Background: an optimization exercise with open tools, aiming at small area, a short achievable clock period and few clock cycles per item. Do not read the settings as production practice. No functional check of the RTL was part of any run shown here.

`config.mk`:
```
export PLATFORM = sky130hd
export DESIGN_NAME = dx_ecc
export DESIGN_NICKNAME = dx_ecc
export VERILOG_FILES = /design/flow/design.v
export SDC_FILE = /design/flow/constraint.sdc
export NUM_CORES = 4
export LEC_CHECK = 0
export CAP_MARGIN = 20
export CORE_MARGIN = 2
export CORE_UTILIZATION = 40
export SLEW_MARGIN = 20
```
`constraint.sdc`:
```
create_clock -name core_clock -period 14.0 [get_ports {clk}]
set_input_delay 2.8000 -clock core_clock [delete_from_list [all_inputs] [get_ports {clk}]]
set_output_delay 2.8000 -clock core_clock [all_outputs]
set_load 0.01 [all_outputs]
```
`design.v`:
```
module dx_ecc (
    input  wire        clk,
    input  wire        rst,
    input  wire        in_valid,
    output wire        in_ready,
    input  wire        in_op,
    input  wire [63:0] in_data,
    input  wire [15:0] in_check,
    output reg         out_valid,
    output reg  [63:0] out_data,
    output reg  [15:0] out_check,
    output reg  [2:0]  out_status
);
    assign in_ready = 1'b1;
    function automatic [6:0] gf_mul(input [6:0] a, input [6:0] b);
        reg [12:0] p;
        integer i;
        begin
            p = 13'd0;
            for (i = 0; i < 7; i = i + 1)
                if (b[i]) p = p ^ ({6'd0, a} << i);
            for (i = 12; i >= 7; i = i - 1)
                if (p[i]) p = p ^ (13'h89 << (i - 7));
            gf_mul = p[6:0];
        end
    endfunction
    localparam [127:0] GF_INV3_T0 = 128'h85171f397d3521e1ec0715d9c155d956;
    localparam [127:0] GF_INV3_T1 = 128'h077bca8c40edde83cfa9b8fae20590f0;
    localparam [127:0] GF_INV3_T2 = 128'hd3d8a3c4b729aac8883ed3b1ef77e000;
    localparam [127:0] GF_INV3_T3 = 128'h9d7459fd639529fbdb72e2c062284688;
    localparam [127:0] GF_INV3_T4 = 128'h76d02a17ab13d34bf22b331b534913bc;
    localparam [127:0] GF_INV3_T5 = 128'h7a55ce6bcde0f5c45424a2b9e9a25f80;
    localparam [127:0] GF_INV3_T6 = 128'h4ae285f65b8d65a17edf971ddc8880a0;
    function automatic [6:0] gf_inv3(input [6:0] x);
        begin
            gf_inv3[0] = GF_INV3_T0[x];
            gf_inv3[1] = GF_INV3_T1[x];
            gf_inv3[2] = GF_INV3_T2[x];
            gf_inv3[3] = GF_INV3_T3[x];
            gf_inv3[4] = GF_INV3_T4[x];
            gf_inv3[5] = GF_INV3_T5[x];
            gf_inv3[6] = GF_INV3_T6[x];
        end
    endfunction
    localparam [127:0] IN_SET_T0 = 128'h341efc53e5ef0f6366edbbb9ab551f7e;
    function automatic [0:0] in_set(input [6:0] x);
        begin
            in_set[0] = IN_SET_T0[x];
        end
    endfunction
    function automatic [6:0] gf_sq(input [6:0] x);
        begin
            gf_sq[0] = ^(x & 7'h01);
            gf_sq[1] = ^(x & 7'h50);
            gf_sq[2] = ^(x & 7'h02);
            gf_sq[3] = ^(x & 7'h20);
            gf_sq[4] = ^(x & 7'h54);
            gf_sq[5] = ^(x & 7'h40);
            gf_sq[6] = ^(x & 7'h28);
        end
    endfunction
    function automatic [6:0] gf_ht(input [6:0] x);
        begin
            gf_ht[0] = ^(x & 7'h00);
            gf_ht[1] = ^(x & 7'h5c);
            gf_ht[2] = ^(x & 7'h58);
            gf_ht[3] = ^(x & 7'h60);
            gf_ht[4] = ^(x & 7'h16);
            gf_ht[5] = ^(x & 7'h68);
            gf_ht[6] = ^(x & 7'h48);
        end
    endfunction
    function automatic [6:0] pois_lin(input [6:0] x);
        begin
            pois_lin[0] = ^(x & 7'h1c);
            pois_lin[1] = ^(x & 7'h33);
            pois_lin[2] = ^(x & 7'h12);
            pois_lin[3] = ^(x & 7'h2c);
            pois_lin[4] = ^(x & 7'h3b);
            pois_lin[5] = ^(x & 7'h2b);
            pois_lin[6] = ^(x & 7'h13);
        end
    endfunction
    reg  [0:0] v1;
    reg  [0:0] op1;
    reg  [63:0] d1;
    reg  [6:0] s11;
    reg  [6:0] s31;
    reg  [0:0] p11;
    reg  [0:0] s151;
    reg  [14:0] cb1;
    reg  [0:0] v2;
    reg  [0:0] op2;
    reg  [63:0] d2;
    reg  [6:0] s12;
    reg  [6:0] e2;
    reg  [6:0] i32;
    reg  [0:0] p12;
    reg  [0:0] s152;
    reg  [14:0] cb2;
    wire [0:0] v3;
    wire [0:0] op3;
    wire [63:0] d3;
    wire [6:0] s13;
    wire [6:0] z3;
    wire [0:0] t03;
    wire [0:0] ez3;
    wire [0:0] szero3;
    wire [0:0] pz3;
    wire [0:0] p13;
    wire [0:0] s153;
    wire [14:0] cb3;
    reg  [0:0] v4;
    reg  [0:0] op4;
    reg  [63:0] d4;
    reg  [6:0] x14;
    reg  [6:0] x24;
    reg  [0:0] corr4;
    reg  [0:0] keep4;
    reg  [0:0] e784;
    reg  [2:0] st4;
    reg  [14:0] cb4;
    reg  [0:0] v5;
    reg  [63:0] od5;
    reg  [14:0] oc5;
    reg  [2:0] st5;
    wire v0 = in_valid, op0 = in_op; wire [63:0] d0 = in_data; wire [15:0] c0 = in_check;
    wire [6:0] a0, b0, sc10, sc30; wire [13:0] rem0; wire q0, pd0;
    wire xd_0 = d0[10] ^ d0[61];
    wire xd_1 = d0[11] ^ d0[62];
    wire xd_2 = d0[3] ^ d0[19];
    wire xd_3 = d0[6] ^ d0[58];
    wire xd_4 = d0[9] ^ d0[43];
    wire xd_5 = d0[37] ^ d0[38];
    wire xd_6 = d0[44] ^ xd_0;
    wire xd_7 = d0[5] ^ d0[53];
    wire xd_8 = d0[13] ^ d0[42];
    wire xd_9 = d0[16] ^ d0[23];
    wire xd_10 = d0[24] ^ d0[36];
    wire xd_11 = d0[45] ^ d0[59];
    wire xd_12 = d0[46] ^ d0[60];
    wire xd_13 = d0[1] ^ d0[12];
    wire xd_14 = d0[2] ^ d0[25];
    wire xd_15 = d0[4] ^ d0[52];
    wire xd_16 = d0[7] ^ d0[41];
    wire xd_17 = d0[14] ^ d0[17];
    wire xd_18 = d0[26] ^ d0[47];
    wire xd_19 = d0[20] ^ xd_1;
    wire xd_20 = d0[35] ^ xd_9;
    wire xd_21 = d0[54] ^ xd_3;
    wire xd_22 = d0[57] ^ xd_4;
    wire xd_23 = d0[15] ^ d0[18];
    wire xd_24 = d0[34] ^ d0[39];
    wire xd_25 = d0[55] ^ d0[63];
    wire xd_26 = d0[8] ^ xd_8;
    wire xd_27 = d0[32] ^ xd_2;
    wire xd_28 = d0[33] ^ xd_5;
    wire xd_29 = xd_10 ^ xd_17;
    wire xd_30 = d0[31] ^ xd_6;
    wire xd_31 = d0[0] ^ d0[22];
    wire xd_32 = d0[21] ^ d0[27];
    wire xd_33 = d0[28] ^ xd_12;
    wire xd_34 = d0[29] ^ xd_14;
    wire xd_35 = d0[40] ^ xd_7;
    wire xd_36 = d0[48] ^ xd_11;
    wire xd_37 = d0[51] ^ xd_13;
    wire xd_38 = xd_16 ^ xd_25;
    wire xd_39 = d0[30] ^ xd_22;
    wire xd_40 = d0[56] ^ xd_21;
    wire xd_41 = xd_20 ^ xd_26;
    wire xd_42 = d0[50] ^ xd_23;
    wire xd_43 = xd_15 ^ xd_31;
    wire xd_44 = xd_18 ^ xd_24;
    wire xd_45 = d0[49] ^ xd_19;
    wire xd_46 = xd_28 ^ xd_37;
    wire xd_47 = xd_29 ^ xd_33;
    wire xd_48 = xd_30 ^ xd_40;
    wire xd_49 = xd_35 ^ xd_39;
    wire xd_50 = d0[58] ^ xd_27;
    wire xd_51 = xd_6 ^ xd_42;
    wire xd_52 = xd_27 ^ xd_36;
    wire xd_53 = xd_32 ^ xd_34;
    wire xd_54 = d0[27] ^ xd_41;
    wire xd_55 = xd_38 ^ xd_49;
    wire xd_56 = d0[4] ^ d0[28];
    wire xd_57 = d0[9] ^ d0[23];
    wire xd_58 = d0[11] ^ d0[25];
    wire xd_59 = d0[12] ^ d0[15];
    wire xd_60 = d0[21] ^ d0[51];
    wire xd_61 = d0[26] ^ d0[59];
    wire xd_62 = d0[33] ^ d0[61];
    wire xd_63 = d0[40] ^ d0[60];
    wire xd_64 = d0[41] ^ d0[42];
    wire xd_65 = d0[48] ^ d0[63];
    wire xd_66 = d0[0] ^ xd_2;
    wire xd_67 = d0[14] ^ xd_24;
    wire xd_68 = d0[34] ^ xd_12;
    wire xd_69 = d0[39] ^ xd_7;
    wire xd_70 = d0[45] ^ xd_32;
    wire xd_71 = d0[56] ^ xd_56;
    wire xd_72 = d0[57] ^ xd_15;
    wire xd_73 = xd_1 ^ xd_5;
    wire xd_74 = xd_4 ^ xd_64;
    wire xd_75 = xd_11 ^ xd_63;
    wire xd_76 = d0[24] ^ xd_19;
    wire xd_77 = d0[36] ^ xd_43;
    wire xd_78 = xd_10 ^ xd_69;
    wire xd_79 = xd_18 ^ xd_29;
    wire xd_80 = xd_22 ^ xd_65;
    wire xd_81 = d0[5] ^ xd_53;
    wire xd_82 = xd_0 ^ xd_46;
    wire xd_83 = xd_30 ^ xd_50;
    wire xd_84 = xd_43 ^ xd_45;
    wire xd_85 = xd_44 ^ xd_47;
    wire xd_86 = xd_45 ^ xd_80;
    wire xd_87 = xd_51 ^ xd_68;
    wire xd_88 = d0[47] ^ xd_48;
    wire xd_89 = xd_36 ^ xd_54;
    wire xd_90 = xd_52 ^ xd_84;
    wire xd_91 = d0[0] ^ d0[1];
    wire xd_92 = d0[32] ^ d0[37];
    wire xd_93 = d0[61] ^ xd_1;
    wire xd_94 = xd_91 ^ xd_92;
    wire xd_95 = xd_93 ^ xd_94;
    wire xd_96 = xd_47 ^ xd_95;
    wire xd_97 = xd_96 ^ xd_55;
    wire xd_98 = xd_89 ^ xd_97;
    wire xd_99 = d0[8] ^ d0[49];
    wire xd_100 = d0[62] ^ d0[63];
    wire xd_101 = xd_13 ^ xd_23;
    wire xd_102 = xd_99 ^ xd_100;
    wire xd_103 = xd_28 ^ xd_34;
    wire xd_104 = xd_74 ^ xd_101;
    wire xd_105 = xd_102 ^ xd_47;
    wire xd_106 = xd_103 ^ xd_104;
    wire xd_107 = xd_105 ^ xd_106;
    wire xd_108 = xd_88 ^ xd_107;
    wire xd_109 = d0[7] ^ d0[16];
    wire xd_110 = xd_8 ^ xd_25;
    wire xd_111 = xd_109 ^ xd_34;
    wire xd_112 = xd_44 ^ xd_73;
    wire xd_113 = xd_110 ^ xd_39;
    wire xd_114 = xd_51 ^ xd_52;
    wire xd_115 = xd_111 ^ xd_112;
    wire xd_116 = xd_113 ^ xd_114;
    wire xd_117 = xd_115 ^ xd_116;
    wire xd_118 = d0[20] ^ d0[49];
    wire xd_119 = d0[55] ^ d0[57];
    wire xd_120 = xd_8 ^ xd_16;
    wire xd_121 = xd_57 ^ xd_61;
    wire xd_122 = xd_118 ^ xd_119;
    wire xd_123 = xd_71 ^ xd_120;
    wire xd_124 = xd_121 ^ xd_122;
    wire xd_125 = xd_46 ^ xd_78;
    wire xd_126 = xd_123 ^ xd_124;
    wire xd_127 = xd_83 ^ xd_125;
    wire xd_128 = xd_126 ^ xd_127;
    wire xd_129 = d0[10] ^ d0[32];
    wire xd_130 = d0[43] ^ d0[50];
    wire xd_131 = xd_129 ^ xd_130;
    wire xd_132 = xd_26 ^ xd_28;
    wire xd_133 = xd_67 ^ xd_72;
    wire xd_134 = xd_75 ^ xd_131;
    wire xd_135 = xd_40 ^ xd_76;
    wire xd_136 = xd_132 ^ xd_133;
    wire xd_137 = xd_134 ^ xd_81;
    wire xd_138 = xd_135 ^ xd_136;
    wire xd_139 = xd_137 ^ xd_138;
    wire xd_140 = d0[3] ^ d0[22];
    wire xd_141 = d0[35] ^ d0[38];
    wire xd_142 = d0[44] ^ xd_3;
    wire xd_143 = xd_58 ^ xd_59;
    wire xd_144 = xd_60 ^ xd_61;
    wire xd_145 = xd_62 ^ xd_140;
    wire xd_146 = xd_141 ^ xd_33;
    wire xd_147 = xd_67 ^ xd_142;
    wire xd_148 = xd_143 ^ xd_144;
    wire xd_149 = xd_145 ^ xd_146;
    wire xd_150 = xd_147 ^ xd_148;
    wire xd_151 = xd_149 ^ xd_150;
    wire xd_152 = xd_55 ^ xd_151;
    wire xd_153 = d0[29] ^ d0[62];
    wire xd_154 = xd_16 ^ xd_59;
    wire xd_155 = xd_153 ^ xd_44;
    wire xd_156 = xd_75 ^ xd_154;
    wire xd_157 = xd_77 ^ xd_155;
    wire xd_158 = xd_156 ^ xd_48;
    wire xd_159 = xd_54 ^ xd_157;
    wire xd_160 = xd_158 ^ xd_159;
    wire xd_161 = xd_7 ^ xd_62;
    wire xd_162 = xd_21 ^ xd_74;
    wire xd_163 = xd_161 ^ xd_79;
    wire xd_164 = xd_162 ^ xd_163;
    wire xd_165 = xd_90 ^ xd_164;
    wire xd_166 = d0[17] ^ xd_5;
    wire xd_167 = xd_11 ^ xd_19;
    wire xd_168 = xd_20 ^ xd_37;
    wire xd_169 = xd_38 ^ xd_66;
    wire xd_170 = xd_166 ^ xd_78;
    wire xd_171 = xd_167 ^ xd_168;
    wire xd_172 = xd_169 ^ xd_170;
    wire xd_173 = xd_171 ^ xd_88;
    wire xd_174 = xd_172 ^ xd_173;
    wire xd_175 = d0[12] ^ d0[13];
    wire xd_176 = d0[38] ^ d0[52];
    wire xd_177 = d0[54] ^ xd_2;
    wire xd_178 = xd_9 ^ xd_175;
    wire xd_179 = xd_176 ^ xd_177;
    wire xd_180 = xd_178 ^ xd_179;
    wire xd_181 = xd_81 ^ xd_85;
    wire xd_182 = xd_86 ^ xd_180;
    wire xd_183 = xd_181 ^ xd_182;
    wire xd_184 = d0[37] ^ d0[52];
    wire xd_185 = xd_13 ^ xd_31;
    wire xd_186 = xd_57 ^ xd_58;
    wire xd_187 = xd_184 ^ xd_38;
    wire xd_188 = xd_70 ^ xd_185;
    wire xd_189 = xd_186 ^ xd_50;
    wire xd_190 = xd_79 ^ xd_187;
    wire xd_191 = xd_188 ^ xd_87;
    wire xd_192 = xd_189 ^ xd_190;
    wire xd_193 = xd_191 ^ xd_192;
    wire xd_194 = d0[18] ^ d0[41];
    wire xd_195 = d0[47] ^ d0[48];
    wire xd_196 = xd_12 ^ xd_14;
    wire xd_197 = xd_60 ^ xd_194;
    wire xd_198 = xd_195 ^ xd_35;
    wire xd_199 = xd_72 ^ xd_196;
    wire xd_200 = xd_197 ^ xd_41;
    wire xd_201 = xd_198 ^ xd_199;
    wire xd_202 = xd_83 ^ xd_200;
    wire xd_203 = xd_201 ^ xd_202;
    wire xd_204 = d0[2] ^ d0[19];
    wire xd_205 = d0[55] ^ xd_204;
    wire xd_206 = xd_20 ^ xd_21;
    wire xd_207 = xd_73 ^ xd_205;
    wire xd_208 = xd_77 ^ xd_206;
    wire xd_209 = xd_207 ^ xd_49;
    wire xd_210 = xd_87 ^ xd_208;
    wire xd_211 = xd_209 ^ xd_210;
    wire xd_212 = d0[19] ^ d0[22];
    wire xd_213 = d0[46] ^ d0[53];
    wire xd_214 = xd_14 ^ xd_18;
    wire xd_215 = xd_23 ^ xd_212;
    wire xd_216 = xd_213 ^ xd_71;
    wire xd_217 = xd_214 ^ xd_215;
    wire xd_218 = xd_76 ^ xd_216;
    wire xd_219 = xd_217 ^ xd_82;
    wire xd_220 = xd_218 ^ xd_89;
    wire xd_221 = xd_219 ^ xd_220;
    wire xd_222 = d0[2] ^ d0[7];
    wire xd_223 = d0[29] ^ xd_3;
    wire xd_224 = xd_15 ^ xd_17;
    wire xd_225 = xd_222 ^ xd_66;
    wire xd_226 = xd_70 ^ xd_223;
    wire xd_227 = xd_224 ^ xd_225;
    wire xd_228 = xd_226 ^ xd_82;
    wire xd_229 = xd_86 ^ xd_227;
    wire xd_230 = xd_228 ^ xd_229;
    wire xd_231 = xd_42 ^ xd_41;
    wire xd_232 = xd_46 ^ xd_53;
    wire xd_233 = xd_48 ^ xd_85;
    wire xd_234 = xd_231 ^ xd_232;
    wire xd_235 = xd_55 ^ xd_90;
    wire xd_236 = xd_233 ^ xd_234;
    wire xd_237 = xd_235 ^ xd_236;
    assign a0[0] = xd_98;
    assign a0[1] = xd_108;
    assign a0[2] = xd_117;
    assign a0[3] = xd_128;
    assign a0[4] = xd_139;
    assign a0[5] = xd_152;
    assign a0[6] = xd_160;
    assign b0[0] = xd_165;
    assign b0[1] = xd_174;
    assign b0[2] = xd_183;
    assign b0[3] = xd_193;
    assign b0[4] = xd_203;
    assign b0[5] = xd_211;
    assign b0[6] = xd_221;
    assign q0 = xd_230;
    assign pd0 = xd_237;
    wire xc_0 = c0[7] ^ c0[9];
    wire xc_1 = c0[4] ^ c0[8];
    wire xc_2 = c0[9] ^ c0[13];
    wire xc_3 = c0[8] ^ xc_0;
    wire xc_4 = c0[3] ^ c0[7];
    wire xc_5 = c0[6] ^ c0[10];
    wire xc_6 = c0[10] ^ c0[11];
    wire xc_7 = c0[0] ^ c0[7];
    wire xc_8 = c0[11] ^ xc_7;
    wire xc_9 = c0[1] ^ c0[8];
    wire xc_10 = c0[12] ^ xc_9;
    wire xc_11 = c0[2] ^ xc_2;
    wire xc_12 = xc_4 ^ xc_6;
    wire xc_13 = c0[11] ^ c0[12];
    wire xc_14 = xc_1 ^ xc_13;
    wire xc_15 = c0[5] ^ c0[12];
    wire xc_16 = xc_2 ^ xc_15;
    wire xc_17 = c0[13] ^ xc_5;
    wire xc_18 = c0[0] ^ c0[5];
    wire xc_19 = c0[10] ^ xc_0;
    wire xc_20 = xc_18 ^ xc_19;
    wire xc_21 = c0[5] ^ c0[13];
    wire xc_22 = xc_1 ^ xc_21;
    wire xc_23 = c0[3] ^ c0[13];
    wire xc_24 = xc_6 ^ xc_23;
    wire xc_25 = xc_3 ^ xc_24;
    wire xc_26 = c0[1] ^ c0[5];
    wire xc_27 = c0[6] ^ c0[11];
    wire xc_28 = xc_26 ^ xc_27;
    wire xc_29 = xc_3 ^ xc_28;
    wire xc_30 = c0[6] ^ xc_1;
    wire xc_31 = xc_2 ^ xc_30;
    wire xc_32 = c0[4] ^ c0[12];
    wire xc_33 = c0[13] ^ xc_4;
    wire xc_34 = xc_32 ^ xc_33;
    wire xc_35 = c0[2] ^ c0[12];
    wire xc_36 = xc_5 ^ xc_35;
    wire xc_37 = xc_3 ^ xc_36;
    assign sc10[0] = xc_8;
    assign sc10[1] = xc_10;
    assign sc10[2] = xc_11;
    assign sc10[3] = xc_12;
    assign sc10[4] = xc_14;
    assign sc10[5] = xc_16;
    assign sc10[6] = xc_17;
    assign sc30[0] = xc_20;
    assign sc30[1] = xc_22;
    assign sc30[2] = xc_25;
    assign sc30[3] = xc_29;
    assign sc30[4] = xc_31;
    assign sc30[5] = xc_34;
    assign sc30[6] = xc_37;
    wire [13:0] ab0 = {b0, a0};
    wire xr_0 = ab0[0] ^ ab0[7];
    wire xr_1 = ab0[1] ^ ab0[10];
    wire xr_2 = ab0[2] ^ ab0[13];
    wire xr_3 = ab0[3] ^ ab0[5];
    wire xr_4 = xr_1 ^ xr_2;
    wire xr_5 = ab0[4] ^ ab0[6];
    wire xr_6 = ab0[8] ^ ab0[12];
    wire xr_7 = ab0[9] ^ xr_0;
    wire xr_8 = ab0[11] ^ xr_5;
    wire xr_9 = xr_3 ^ xr_4;
    wire xr_10 = ab0[6] ^ xr_1;
    wire xr_11 = ab0[9] ^ xr_6;
    wire xr_12 = ab0[12] ^ xr_0;
    wire xr_13 = ab0[3] ^ xr_4;
    wire xr_14 = xr_0 ^ xr_8;
    wire xr_15 = xr_6 ^ xr_9;
    wire xr_16 = ab0[7] ^ ab0[12];
    wire xr_17 = xr_2 ^ xr_3;
    wire xr_18 = xr_5 ^ xr_16;
    wire xr_19 = xr_17 ^ xr_18;
    wire xr_20 = ab0[10] ^ xr_2;
    wire xr_21 = xr_11 ^ xr_20;
    wire xr_22 = ab0[2] ^ ab0[5];
    wire xr_23 = xr_22 ^ xr_14;
    wire xr_24 = xr_3 ^ xr_10;
    wire xr_25 = xr_3 ^ xr_12;
    wire xr_26 = ab0[5] ^ ab0[11];
    wire xr_27 = ab0[12] ^ xr_26;
    wire xr_28 = xr_7 ^ xr_27;
    wire xr_29 = xr_10 ^ xr_11;
    wire xr_30 = xr_3 ^ xr_7;
    wire xr_31 = xr_8 ^ xr_30;
    wire xr_32 = xr_7 ^ xr_13;
    wire xr_33 = ab0[4] ^ xr_12;
    wire xr_34 = xr_13 ^ xr_33;
    wire xr_35 = ab0[4] ^ ab0[8];
    wire xr_36 = xr_35 ^ xr_7;
    wire xr_37 = xr_9 ^ xr_36;
    wire xr_38 = xr_14 ^ xr_15;
    wire xr_39 = ab0[9] ^ xr_8;
    wire xr_40 = xr_9 ^ xr_39;
    assign rem0[0] = xr_19;
    assign rem0[1] = xr_21;
    assign rem0[2] = xr_23;
    assign rem0[3] = xr_24;
    assign rem0[4] = xr_25;
    assign rem0[5] = xr_15;
    assign rem0[6] = xr_28;
    assign rem0[7] = xr_29;
    assign rem0[8] = xr_31;
    assign rem0[9] = xr_32;
    assign rem0[10] = xr_34;
    assign rem0[11] = xr_37;
    assign rem0[12] = xr_38;
    assign rem0[13] = xr_40;
    wire [6:0] sa0 = a0 ^ sc10;
    wire [6:0] sb0 = b0 ^ sc30;
    wire p0 = pd0 ^ ^c0[14:0];
    wire [14:0] cb0 = op0 ? c0[14:0] : {q0, rem0};
    always @(posedge clk) begin
        if (rst) v1 <= 1'b0; else v1 <= v0;
        op1 <= op0;
        d1 <= d0;
        s11 <= sa0;
        s31 <= sb0;
        p11 <= p0;
        s151 <= c0[15];
        cb1 <= cb0;
    end
    wire [6:0] e1 = gf_mul(s11, gf_sq(s11)) ^ s31;
    wire [6:0] i31 = gf_inv3(s11);
    always @(posedge clk) begin
        if (rst) v2 <= 1'b0; else v2 <= v1;
        op2 <= op1;
        d2 <= d1;
        s12 <= s11;
        e2 <= e1;
        i32 <= i31;
        p12 <= p11;
        s152 <= s151;
        cb2 <= cb1;
    end
    wire [6:0] k2 = gf_mul(e2, i32);
    wire [6:0] z2 = gf_ht(k2);
    wire t02 = ~^(k2 & 7'h01);
    wire ez2 = (e2 == 7'd0);
    wire [6:0] ts12 = s12 ^ 7'h40;
    wire tz2 = (ts12 == 7'd0) && (e2 == 7'h12);
    wire ts2 = in_set(ts12) && (e2 == (pois_lin(s12) ^ 7'h12));
    wire [1:0] tp2 = {s152, p12} ^ 2'd2;
    wire pz2 = (tz2 && (tp2 != 2'd3)) || (ts2 && (tp2 == 2'd1));
    assign v3 = v2;
    assign op3 = op2;
    assign d3 = d2;
    assign s13 = s12;
    assign z3 = z2;
    assign t03 = t02;
    assign ez3 = ez2;
    assign szero3 = (s12 == 7'd0) && ez2;
    assign pz3 = pz2;
    assign p13 = p12;
    assign s153 = s152;
    assign cb3 = cb2;
    wire [6:0] x13 = gf_mul(s13, z3);
    wire [6:0] x23 = x13 ^ s13;
    wire s1z3 = (s13 == 7'd0);
    wire ok13 = !s1z3 && ez3 && in_set(x23);
    wire ok23 = !s1z3 && !ez3 && t03 && in_set(x13) && in_set(x23);
    wire one3 = (ok13 && p13 && !s153) || (szero3 && (p13 ^ s153));
    wire two3 = (ok23 && !p13 && !s153) || (ok13 && (p13 == s153)) || (szero3 && p13 && s153);
    wire clean3 = szero3 && !p13 && !s153;
    wire [2:0] st3 = !op3 || clean3 ? 3'd0 : one3 ? 3'd1 : two3 ? 3'd2 : pz3 ? 3'd3 : 3'd4;
    always @(posedge clk) begin
        if (rst) v4 <= 1'b0; else v4 <= v3;
        op4 <= op3;
        d4 <= d3;
        x14 <= x13;
        x24 <= x23;
        corr4 <= op3 && (one3 || two3);
        keep4 <= !op3 || clean3 || one3 || two3;
        e784 <= p13 ^ (ez3 && !szero3);
        st4 <= st3;
        cb4 <= cb3;
    end
    wire [77:0] hit4;
    assign hit4[0] = (x14 == 7'h01) || (x24 == 7'h01);
    assign hit4[1] = (x14 == 7'h02) || (x24 == 7'h02);
    assign hit4[2] = (x14 == 7'h04) || (x24 == 7'h04);
    assign hit4[3] = (x14 == 7'h08) || (x24 == 7'h08);
    assign hit4[4] = (x14 == 7'h10) || (x24 == 7'h10);
    assign hit4[5] = (x14 == 7'h20) || (x24 == 7'h20);
    assign hit4[6] = (x14 == 7'h40) || (x24 == 7'h40);
    assign hit4[7] = (x14 == 7'h09) || (x24 == 7'h09);
    assign hit4[8] = (x14 == 7'h12) || (x24 == 7'h12);
    assign hit4[9] = (x14 == 7'h24) || (x24 == 7'h24);
    assign hit4[10] = (x14 == 7'h48) || (x24 == 7'h48);
    assign hit4[11] = (x14 == 7'h19) || (x24 == 7'h19);
    assign hit4[12] = (x14 == 7'h32) || (x24 == 7'h32);
    assign hit4[13] = (x14 == 7'h64) || (x24 == 7'h64);
    assign hit4[14] = (x14 == 7'h41) || (x24 == 7'h41);
    assign hit4[15] = (x14 == 7'h0b) || (x24 == 7'h0b);
    assign hit4[16] = (x14 == 7'h16) || (x24 == 7'h16);
    assign hit4[17] = (x14 == 7'h2c) || (x24 == 7'h2c);
    assign hit4[18] = (x14 == 7'h58) || (x24 == 7'h58);
    assign hit4[19] = (x14 == 7'h39) || (x24 == 7'h39);
    assign hit4[20] = (x14 == 7'h72) || (x24 == 7'h72);
    assign hit4[21] = (x14 == 7'h6d) || (x24 == 7'h6d);
    assign hit4[22] = (x14 == 7'h53) || (x24 == 7'h53);
    assign hit4[23] = (x14 == 7'h2f) || (x24 == 7'h2f);
    assign hit4[24] = (x14 == 7'h5e) || (x24 == 7'h5e);
    assign hit4[25] = (x14 == 7'h35) || (x24 == 7'h35);
    assign hit4[26] = (x14 == 7'h6a) || (x24 == 7'h6a);
    assign hit4[27] = (x14 == 7'h5d) || (x24 == 7'h5d);
    assign hit4[28] = (x14 == 7'h33) || (x24 == 7'h33);
    assign hit4[29] = (x14 == 7'h66) || (x24 == 7'h66);
    assign hit4[30] = (x14 == 7'h45) || (x24 == 7'h45);
    assign hit4[31] = (x14 == 7'h03) || (x24 == 7'h03);
    assign hit4[32] = (x14 == 7'h06) || (x24 == 7'h06);
    assign hit4[33] = (x14 == 7'h0c) || (x24 == 7'h0c);
    assign hit4[34] = (x14 == 7'h18) || (x24 == 7'h18);
    assign hit4[35] = (x14 == 7'h30) || (x24 == 7'h30);
    assign hit4[36] = (x14 == 7'h60) || (x24 == 7'h60);
    assign hit4[37] = (x14 == 7'h49) || (x24 == 7'h49);
    assign hit4[38] = (x14 == 7'h1b) || (x24 == 7'h1b);
    assign hit4[39] = (x14 == 7'h36) || (x24 == 7'h36);
    assign hit4[40] = (x14 == 7'h6c) || (x24 == 7'h6c);
    assign hit4[41] = (x14 == 7'h51) || (x24 == 7'h51);
    assign hit4[42] = (x14 == 7'h2b) || (x24 == 7'h2b);
    assign hit4[43] = (x14 == 7'h56) || (x24 == 7'h56);
    assign hit4[44] = (x14 == 7'h25) || (x24 == 7'h25);
    assign hit4[45] = (x14 == 7'h4a) || (x24 == 7'h4a);
    assign hit4[46] = (x14 == 7'h1d) || (x24 == 7'h1d);
    assign hit4[47] = (x14 == 7'h3a) || (x24 == 7'h3a);
    assign hit4[48] = (x14 == 7'h74) || (x24 == 7'h74);
    assign hit4[49] = (x14 == 7'h61) || (x24 == 7'h61);
    assign hit4[50] = (x14 == 7'h4b) || (x24 == 7'h4b);
    assign hit4[51] = (x14 == 7'h1f) || (x24 == 7'h1f);
    assign hit4[52] = (x14 == 7'h3e) || (x24 == 7'h3e);
    assign hit4[53] = (x14 == 7'h7c) || (x24 == 7'h7c);
    assign hit4[54] = (x14 == 7'h71) || (x24 == 7'h71);
    assign hit4[55] = (x14 == 7'h6b) || (x24 == 7'h6b);
    assign hit4[56] = (x14 == 7'h5f) || (x24 == 7'h5f);
    assign hit4[57] = (x14 == 7'h37) || (x24 == 7'h37);
    assign hit4[58] = (x14 == 7'h6e) || (x24 == 7'h6e);
    assign hit4[59] = (x14 == 7'h55) || (x24 == 7'h55);
    assign hit4[60] = (x14 == 7'h23) || (x24 == 7'h23);
    assign hit4[61] = (x14 == 7'h46) || (x24 == 7'h46);
    assign hit4[62] = (x14 == 7'h05) || (x24 == 7'h05);
    assign hit4[63] = (x14 == 7'h0a) || (x24 == 7'h0a);
    assign hit4[64] = (x14 == 7'h14) || (x24 == 7'h14);
    assign hit4[65] = (x14 == 7'h28) || (x24 == 7'h28);
    assign hit4[66] = (x14 == 7'h50) || (x24 == 7'h50);
    assign hit4[67] = (x14 == 7'h29) || (x24 == 7'h29);
    assign hit4[68] = (x14 == 7'h52) || (x24 == 7'h52);
    assign hit4[69] = (x14 == 7'h2d) || (x24 == 7'h2d);
    assign hit4[70] = (x14 == 7'h5a) || (x24 == 7'h5a);
    assign hit4[71] = (x14 == 7'h3d) || (x24 == 7'h3d);
    assign hit4[72] = (x14 == 7'h7a) || (x24 == 7'h7a);
    assign hit4[73] = (x14 == 7'h7d) || (x24 == 7'h7d);
    assign hit4[74] = (x14 == 7'h73) || (x24 == 7'h73);
    assign hit4[75] = (x14 == 7'h6f) || (x24 == 7'h6f);
    assign hit4[76] = (x14 == 7'h57) || (x24 == 7'h57);
    assign hit4[77] = (x14 == 7'h27) || (x24 == 7'h27);
    wire [63:0] od4 = {64{keep4}} & (d4 ^ ({64{corr4}} & hit4[77:14]));
    wire [14:0] oc4 = {15{keep4}} & (cb4 ^ ({15{corr4}} & {e784, hit4[13:0]}));
    always @(posedge clk) begin
        if (rst) v5 <= 1'b0; else v5 <= v4;
        od5 <= od4;
        oc5 <= oc4;
        st5 <= st4;
    end
    always @* begin
        out_valid  = v5;
        out_data   = od5;
        out_check  = {1'b0, oc5};
        out_status = st5;
    end
endmodule
```
`run.sh`:
```
#!/bin/bash
# synth_recipe.tcl (not shown) runs the flow's synth.tcl, then flattens the netlist and writes it again
# the make line also repeats each setting of config.mk as NAME=value (left out here)
make -C /OpenROAD-flow-scripts/flow DESIGN_CONFIG=/design/flow/config.mk WORK_HOME=/design/flow/orfs CLKGATE_MAP_FILE= SYNTH_SCRIPT=/design/flow/synth_recipe.tcl finish
```
==> impl_metrics.tcl, run 1 <==
set metrics [dict create \
    min_path_type "reg -> reg" \
    cts_tree "done" \
    cpPeakStageDelay_ns 0.77 \
    cts_resized 0 \
    diodes 0 \
    drc 0 \
    holdPathStages 0 \
    status "timing/DRC/antenna clean" \
    h-tree-depth 2 \
    met3_length_um 3540 \
    cp-start-kind "primary input" \
    setup_viol 0 \
    ctsHoldBuffers 0 \
    grt_first_pass_wirelength_um 81100 \
    grt_max_degree 89 \
    cts_root_buffer "clkbuf_16" \
    synth.distinct_cells 73 \
    vias 13913 \
    hold_viol 0 \
    clkSinkCount 384 \
    finalNonFillerCells 2712 \
    dp_cells 2640 \
    worst_pin_slew_ns 1.09 \
    cp.required_ns 14.39 \
    first_pass_iters 5 \
    final_common_cell "xnor2_1" \
    multiInputGateArea_sq_um 10500 \
    fin_crit_sh 0.457 \
    drtAntennaViolNets 0 \
    drive_gt1_frac 0.0584 \
    crit_arrival_ns 6.78 \
    netlist_area_sq_um 18700 \
    fin_area_sq_um 22200 \
    route.met2.wl_um 24200 \
    final_nets 2190 \
    r2r_cells 17 \
    highest_layer "met5" \
    syn_nets 2082 \
    cp_common_cell "xnor2_1" \
    start_util 0.404 \
    rows 79 \
    avgSynthCellArea_sq_um 9.52 \
    rsz0062_at_grt "false" \
    grt_pass1_vias 13199 \
    clock_path_buffers 3 \
    drv_slew 0 \
    grt_overflow 0 \
    yosysTopAreaCellShare 0.411 \
    crit_chain "clkdlybuf4s50_1 > xnor2_1 > xnor2_1 > xnor2_1 > xnor2_1 > xnor2_1 > xnor2_1 > xnor2_1 > xnor2_1 > xnor2_1 > xnor2_1 > xnor2_1 > xnor2_1 > o21ai_0" \
    grt_usage 0.222 \
    synth_area_leader_cell "dfxtp_1" \
    synth_seq_cells 384 \
    syn-instance-count 1967 \
    dp_hpwl_um 41200 \
    wl_per_cell_um 20.1 \
    nFillCells 4299 \
    yosysWarnings 1 \
    clk_pin_slew_ns 0.06 \
    period_needed_ns 6.40 \
    max_freq_mhz 156 \
    wl_um 54600 \
    core-area_sq_um 46400 \
    fin_skew_ns 0.0193 \
    ys_top_cells_by_area "dfxtp_1 (41%), xnor2_1 (20%), nand2_1 (5.0%)" \
    die_x_um 220 \
    cap_violations 0 \
    drt_iter0_drc 1399 \
    synthArstFlopShare 0 \
    die_area_sq_um 48600 \
    wirelength_met1_um 25700 \
    port_buffers 166 \
    placed_area_sq_um 20700 \
    cp_slowest_cell "xnor2_1" \
    synth_edf_count 0 \
    area_delta_synth_final_pct 18.3 \
    gp_congestion 0.961 \
    numCtsBuffers 40 \
    clock_latency_ns 0.55 \
    setup_tns_ns 0 \
    slew_headroom 0.275 \
    yosysSeqAreaShare 0.411 \
    die_height_um 220 \
    crit_type "in -> reg" \
    end_kind "register" \
    post-cts-setup-buffer-count 0 \
    antenna_found_initial 3 \
    regArea_sq_um 7690 \
    io_pins 169 \
    final_cell_mix "xnor2_1 (427), dfxtp_1 (381), nand2_1 (247)" \
    vias_per_cell 5.13 \
    critical_path_peak_fanout 4 \
    synthFlopType "dfxtp_1" \
]
[Yosys cell counts (16+ instances only)]
cell and instances:
dfxtp_1 384, inv_1 27, a21oi_1 59, nor3_1 16
buf_1 16, nand2_1 247, nor2_1 75, o22ai_1 83
xnor2_1 427, o21ai_0 72, nor2b_1 17, clkbuf_1 74
nand3_1 32, o211ai_1 29, xor2_1 93, ha_1 31
and2_1 80
[per-stage QoR]
stage	utilization	hold WS, ns	worst slack (ns)
after floorplan	-	0.310	8.31
after global placement	0.448	0.310	7.14
after detailed placement	0.448	0.312	7.10
after CTS	0.478	0.324	7.66
after global routing	0.478	0.328	7.39
final	0.478	0.324	7.60
[logic make-up (layout without fill, tap and decap cells)]
group | after synthesis | after routing | share of synthesized area
AO/OA/AOI/OAI | 326 | 326 | 0.110
XOR/XNOR | 556 | 556 | 0.287
adder cells (fa/ha/maj) | 31 | 31 | 0.0207
buffers and inverters | 140 | 278 | 0.0309
flip-flops | 384 | 384 | 0.411
multiplexers | 21 | 21 | 0.0156
other | 2 | 2 | 0.000401
AND/OR/NAND/NOR | 507 | 507 | 0.125
[layout make-up]
| cell class | instances | area share |
|---|---|---|
| tap | 607 | 0.0343 |
| inverter | 33 | 0.00559 |
| sequential | 384 | 0.347 |
| multi-input combinational | 1443 | 0.472 |
| clock buffer | 52 | 0.0504 |
| timing repair buffer | 173 | 0.0774 |
| clock inverter | 20 | 0.0130 |
[registers in the layout, summed over array words and instances, names as in the netlist, 3 cells and up]
name	cells
d1	64
d2	64
x24	7
s12	7
cb1	15
od5	64
s31	7
x14	7
s11	7
cb2	15
d4	64
i32	7
e2	7
st5	3
cb4	15
st4	3
oc5	15
[worst max-delay path: cells and delay by family]
family	cells	cell delay [ns]
AO/OA/AOI/OAI	1	0.08
XOR/XNOR	12	3.37
buffers and inverters	1	0.53
[routing by layer]
layer,track usage,vias to the layer above
li1,-,6763
met1,0.328,6550
met2,0.337,519
met3,0.0346,77
met4,0.0541,4
met5,0,-
[final timing paths]
check                    from      end  slack [ns]
setup reg to reg        e2[4]   st4[0]        8.20
setup / recovery  in_data[15]  cb1[12]        7.60
hold / removal         d2[33]   d4[33]        0.32
hold reg to reg        d2[33]   d4[33]        0.32
==> run 2: changes to the inputs <==
--- a/design.v
+++ b/design.v
@@ -89,37 +89,37 @@
     reg  [0:0] p11;
     reg  [0:0] s151;
     reg  [14:0] cb1;
-    reg  [0:0] v2;
-    reg  [0:0] op2;
-    reg  [63:0] d2;
-    reg  [6:0] s12;
-    reg  [6:0] e2;
-    reg  [6:0] i32;
-    reg  [0:0] p12;
-    reg  [0:0] s152;
-    reg  [14:0] cb2;
-    wire [0:0] v3;
-    wire [0:0] op3;
-    wire [63:0] d3;
-    wire [6:0] s13;
-    wire [6:0] z3;
-    wire [0:0] t03;
-    wire [0:0] ez3;
-    wire [0:0] szero3;
-    wire [0:0] pz3;
-    wire [0:0] p13;
-    wire [0:0] s153;
-    wire [14:0] cb3;
-    reg  [0:0] v4;
-    reg  [0:0] op4;
-    reg  [63:0] d4;
-    reg  [6:0] x14;
-    reg  [6:0] x24;
-    reg  [0:0] corr4;
-    reg  [0:0] keep4;
-    reg  [0:0] e784;
-    reg  [2:0] st4;
-    reg  [14:0] cb4;
+    wire [0:0] v2;
+    wire [0:0] op2;
+    wire [63:0] d2;
+    wire [6:0] s12;
+    wire [6:0] e2;
+    wire [6:0] i32;
+    wire [0:0] p12;
+    wire [0:0] s152;
+    wire [14:0] cb2;
+    reg  [0:0] v3;
+    reg  [0:0] op3;
+    reg  [63:0] d3;
+    reg  [6:0] s13;
+    reg  [6:0] z3;
+    reg  [0:0] t03;
+    reg  [0:0] ez3;
+    reg  [0:0] szero3;
+    reg  [0:0] pz3;
+    reg  [0:0] p13;
+    reg  [0:0] s153;
+    reg  [14:0] cb3;
+    wire [0:0] v4;
+    wire [0:0] op4;
+    wire [63:0] d4;
+    wire [6:0] x14;
+    wire [6:0] x24;
+    wire [0:0] corr4;
+    wire [0:0] keep4;
+    wire [0:0] e784;
+    wire [2:0] st4;
+    wire [14:0] cb4;
     reg  [0:0] v5;
     reg  [63:0] od5;
     reg  [14:0] oc5;
@@ -504,17 +504,15 @@
     end
     wire [6:0] e1 = gf_mul(s11, gf_sq(s11)) ^ s31;
     wire [6:0] i31 = gf_inv3(s11);
-    always @(posedge clk) begin
-        if (rst) v2 <= 1'b0; else v2 <= v1;
-        op2 <= op1;
-        d2 <= d1;
-        s12 <= s11;
-        e2 <= e1;
-        i32 <= i31;
-        p12 <= p11;
-        s152 <= s151;
-        cb2 <= cb1;
-    end
+    assign v2 = v1;
+    assign op2 = op1;
+    assign d2 = d1;
+    assign s12 = s11;
+    assign e2 = e1;
+    assign i32 = i31;
+    assign p12 = p11;
+    assign s152 = s151;
+    assign cb2 = cb1;
     wire [6:0] k2 = gf_mul(e2, i32);
     wire [6:0] z2 = gf_ht(k2);
     wire t02 = ~^(k2 & 7'h01);
@@ -524,18 +522,20 @@
     wire ts2 = in_set(ts12) && (e2 == (pois_lin(s12) ^ 7'h12));
     wire [1:0] tp2 = {s152, p12} ^ 2'd2;
     wire pz2 = (tz2 && (tp2 != 2'd3)) || (ts2 && (tp2 == 2'd1));
-    assign v3 = v2;
-    assign op3 = op2;
-    assign d3 = d2;
-    assign s13 = s12;
-    assign z3 = z2;
-    assign t03 = t02;
-    assign ez3 = ez2;
-    assign szero3 = (s12 == 7'd0) && ez2;
-    assign pz3 = pz2;
-    assign p13 = p12;
-    assign s153 = s152;
-    assign cb3 = cb2;
+    always @(posedge clk) begin
+        if (rst) v3 <= 1'b0; else v3 <= v2;
+        op3 <= op2;
+        d3 <= d2;
+        s13 <= s12;
+        z3 <= z2;
+        t03 <= t02;
+        ez3 <= ez2;
+        szero3 <= (s12 == 7'd0) && ez2;
+        pz3 <= pz2;
+        p13 <= p12;
+        s153 <= s152;
+        cb3 <= cb2;
+    end
     wire [6:0] x13 = gf_mul(s13, z3);
     wire [6:0] x23 = x13 ^ s13;
     wire s1z3 = (s13 == 7'd0);
@@ -545,18 +545,16 @@
     wire two3 = (ok23 && !p13 && !s153) || (ok13 && (p13 == s153)) || (szero3 && p13 && s153);
     wire clean3 = szero3 && !p13 && !s153;
     wire [2:0] st3 = !op3 || clean3 ? 3'd0 : one3 ? 3'd1 : two3 ? 3'd2 : pz3 ? 3'd3 : 3'd4;
-    always @(posedge clk) begin
-        if (rst) v4 <= 1'b0; else v4 <= v3;
-        op4 <= op3;
-        d4 <= d3;
-        x14 <= x13;
-        x24 <= x23;
-        corr4 <= op3 && (one3 || two3);
-        keep4 <= !op3 || clean3 || one3 || two3;
-        e784 <= p13 ^ (ez3 && !szero3);
-        st4 <= st3;
-        cb4 <= cb3;
-    end
+    assign v4 = v3;
+    assign op4 = op3;
+    assign d4 = d3;
+    assign x14 = x13;
+    assign x24 = x23;
+    assign corr4 = op3 && (one3 || two3);
+    assign keep4 = !op3 || clean3 || one3 || two3;
+    assign e784 = p13 ^ (ez3 && !szero3);
+    assign st4 = st3;
+    assign cb4 = cb3;
     wire [77:0] hit4;
     assign hit4[0] = (x14 == 7'h01) || (x24 == 7'h01);
     assign hit4[1] = (x14 == 7'h02) || (x24 == 7'h02);
==> impl_metrics.tcl, run 2 <==
set metrics [dict create \
    final_common_cell "xnor2_1" \
    cp-start-kind "register" \
    regArea_sq_um 5610 \
    syn_nets 2114 \
    drive_gt1_frac 0.0554 \
    cts_root_buffer "clkbuf_16" \
    synth.distinct_cells 87 \
    rows 77 \
    multiInputGateArea_sq_um 11700 \
    vias 15294 \
    max_freq_mhz 152 \
    synthFlopType "dfxtp_1" \
    start_util 0.407 \
    vias_per_cell 5.65 \
    clock_path_buffers 3 \
    synth_area_leader_cell "dfxtp_1" \
    status "timing/DRC/antenna clean" \
    setup_tns_ns 0 \
    ys_top_cells_by_area "dfxtp_1 (31%), xnor2_1 (18%), nor2b_1 (6.3%)" \
    cts_resized 0 \
    synth_seq_cells 280 \
    timing.rr.end "oc5[14]" \
    finish.utilization 0.473 \
    synth_most_common_cell "xnor2_1" \
    post-cts-setup-buffer-count 0 \
    holdPathStages 0 \
    clock_latency_ns 0.57 \
    ctsHoldBuffers 0 \
    setup_slack_ns 7.43 \
    crit_arrival_ns 6.98 \
    die_height_um 216 \
    slew_headroom 0.254 \
    io_pins 169 \
    clk_pin_slew_ns 0.06 \
    h-tree-depth 1 \
    core-area_sq_um 44300 \
    clkSinkCount 280 \
    syn-instance-count 2002 \
    netlist_area_sq_um 18000 \
    cp.required_ns 14.41 \
    grt_usage 0.246 \
    grt_overflow 0 \
    drtAntennaViolNets 0 \
    grt_pass1_vias 14245 \
    wl_per_cell_um 22.0 \
    synth_commonest_cells "xnor2_1 (366), dfxtp_1 (280), nand2_1 (221)" \
    grt_first_pass_wirelength_um 88800 \
    drv_slew 0 \
    drc 0 \
    drt_iter0_drc 1635 \
    dp_slack_ns 7.00 \
    gp_congestion 0.982 \
    cts_tree "done" \
    r2r_start "s13[4]" \
    largestRegisters "d1 x64, d3 x64, od5 x64" \
    avgSynthCellArea_sq_um 9.00 \
    crit_type "reg -> reg" \
    end_kind "register" \
    hold_viol 0 \
    fin_skew_ns 0.0135 \
    yosysTopAreaCellShare 0.311 \
    numCtsBuffers 30 \
    min_path_type "reg -> reg" \
    worst_pin_slew_ns 1.12 \
    area_delta_synth_final_pct 16.4 \
    antenna_found_initial 5 \
    r2r_cells 18 \
    fin_crit_sh 0.469 \
    crit_start "s13[4]" \
    setup_viol 0 \
    dp_hpwl_um 44600 \
    hp-start "d1[51]" \
    die_x_um 216 \
    first_pass_iters 6 \
    port_buffers 166 \
    period_needed_ns 6.57 \
    rsz0062_at_grt "false" \
    synthArstFlopShare 0 \
    rrSetupSlack_ns 7.43 \
    critical_path_peak_fanout 120 \
    yosysWarnings 1 \
    cap_violations 0 \
    wl_um 59400 \
    final_nets 2200 \
    grt_max_degree 121 \
    synth_edf_count 0 \
    final_cell_mix "xnor2_1 (366), dfxtp_1 (277), nand2_1 (221)" \
    hold_ws_ns 0.324 \
    nFillCells 4327 \
    yosysSeqAreaShare 0.311 \
    hold_path_end "d3[51]" \
    die_area_sq_um 46800 \
]
==> run 2: area by class of cell <==
class                      count  area share
inverter                      22     0.00394
clock buffer                  44      0.0431
tap                          592      0.0353
timing repair buffer         184      0.0857
sequential                   280       0.268
clock inverter                12     0.00704
multi-input combinational   1570       0.557
antenna                        1    0.000119
==> run 2: cell families after synthesis <==
| kind of cell | after synthesis | share of synthesized area |
|---|---|---|
| simple gates | 666 | 0.200 |
| xor+xnor | 493 | 0.259 |
| compound gates | 354 | 0.149 |
| flops | 280 | 0.311 |
| buf+inv | 152 | 0.0403 |
| fa+ha+maj | 28 | 0.0194 |
| mux | 27 | 0.0212 |
| other cells | 2 | 0.000417 |
==> run 2: routing by layer <==
metal	track usage	wire length (um)	vias up	share of wire
met1	0.374	28400	7388	0.48
met3	0.0272	4130	73	0.069
li1	-	-	7153	-
met2	0.372	25700	680	0.43
met5	0	0	-	0
met4	0.0498	1190	0	0.020
==> run 2: worst max-delay path, cell delays in order (launching register included) <==
cell and delay [ns]:
dfxtp_1 0.65, nand2_1 0.10, xnor3_1 0.42, xnor2_1 0.20, xor2_1 0.47, inv_1 0.26, xnor2_1 0.48, inv_1 0.20
ha_1 0.30, nand2_1 0.11, nand2_1 0.07, o32a_1 0.29, a32o_1 0.24, a2bb2oi_4 0.22, a21boi_4 0.27, a311o_2 0.57
buf_4 0.91, nand2_1 0.12, o311ai_1 0.50
==> run 2: worst max-delay path by stage <==
stage | endpoint | slack [ns] | depth (start not counted)
final | oc5[14] | 7.43 | 18
after floorplan | cb1[12] | 8.49 | 13
after detailed placement | cb1[12] | 7.00 | 13
after CTS | oc5[14] | 7.45 | 18
after global placement | cb1[12] | 6.92 | 13
after global routing | oc5[14] | 6.79 | 18
==> run 2: metrics by stage <==
step | std cells | cell area (sq um)
2_1_floorplan | 2002 | 18000
3_3_place_gp | 2648 | 19900
3_5_place_dp | 2648 | 19900
4_1_cts | 2704 | 21000
5_1_grt | 2704 | 21000
6_report | 2705 | 21000

==> what the ideal ports hide <==
In the flow no input, the clock included, has a driving cell. The finished layouts below were timed again as built, in two steps.
Step 1, drivers: a clkbuf_16 drives clk and a buf_2 each remaining input, both assumed.
Step 2 times the ports against the registers' clock, not the clock port: input delays grow and output delays shrink by t, the midpoint of the rising clock arrivals with the driver on.
a / b / c = no drivers / after step 1 / after step 2; a / b = the first two.
run | t (ns) | setup slack, ns | worst setup path at the end | latest minus earliest clock arrival (ns) | worst data-port slew with drivers (ns)
run 1 | 0.601 | 7.603 / 7.635 / 7.034 | input to register | 0.025 / 0.025 | 0.09
run 2 | 0.619 | 7.431 / 7.431 / 7.058 | input to register | 0.015 / 0.015 | 0.05
After both steps every run listed still meets setup and hold. For run 1, which loses most, drivers alone change the setup slack by +0.032 ns; drivers and shift together by -0.569 ns.
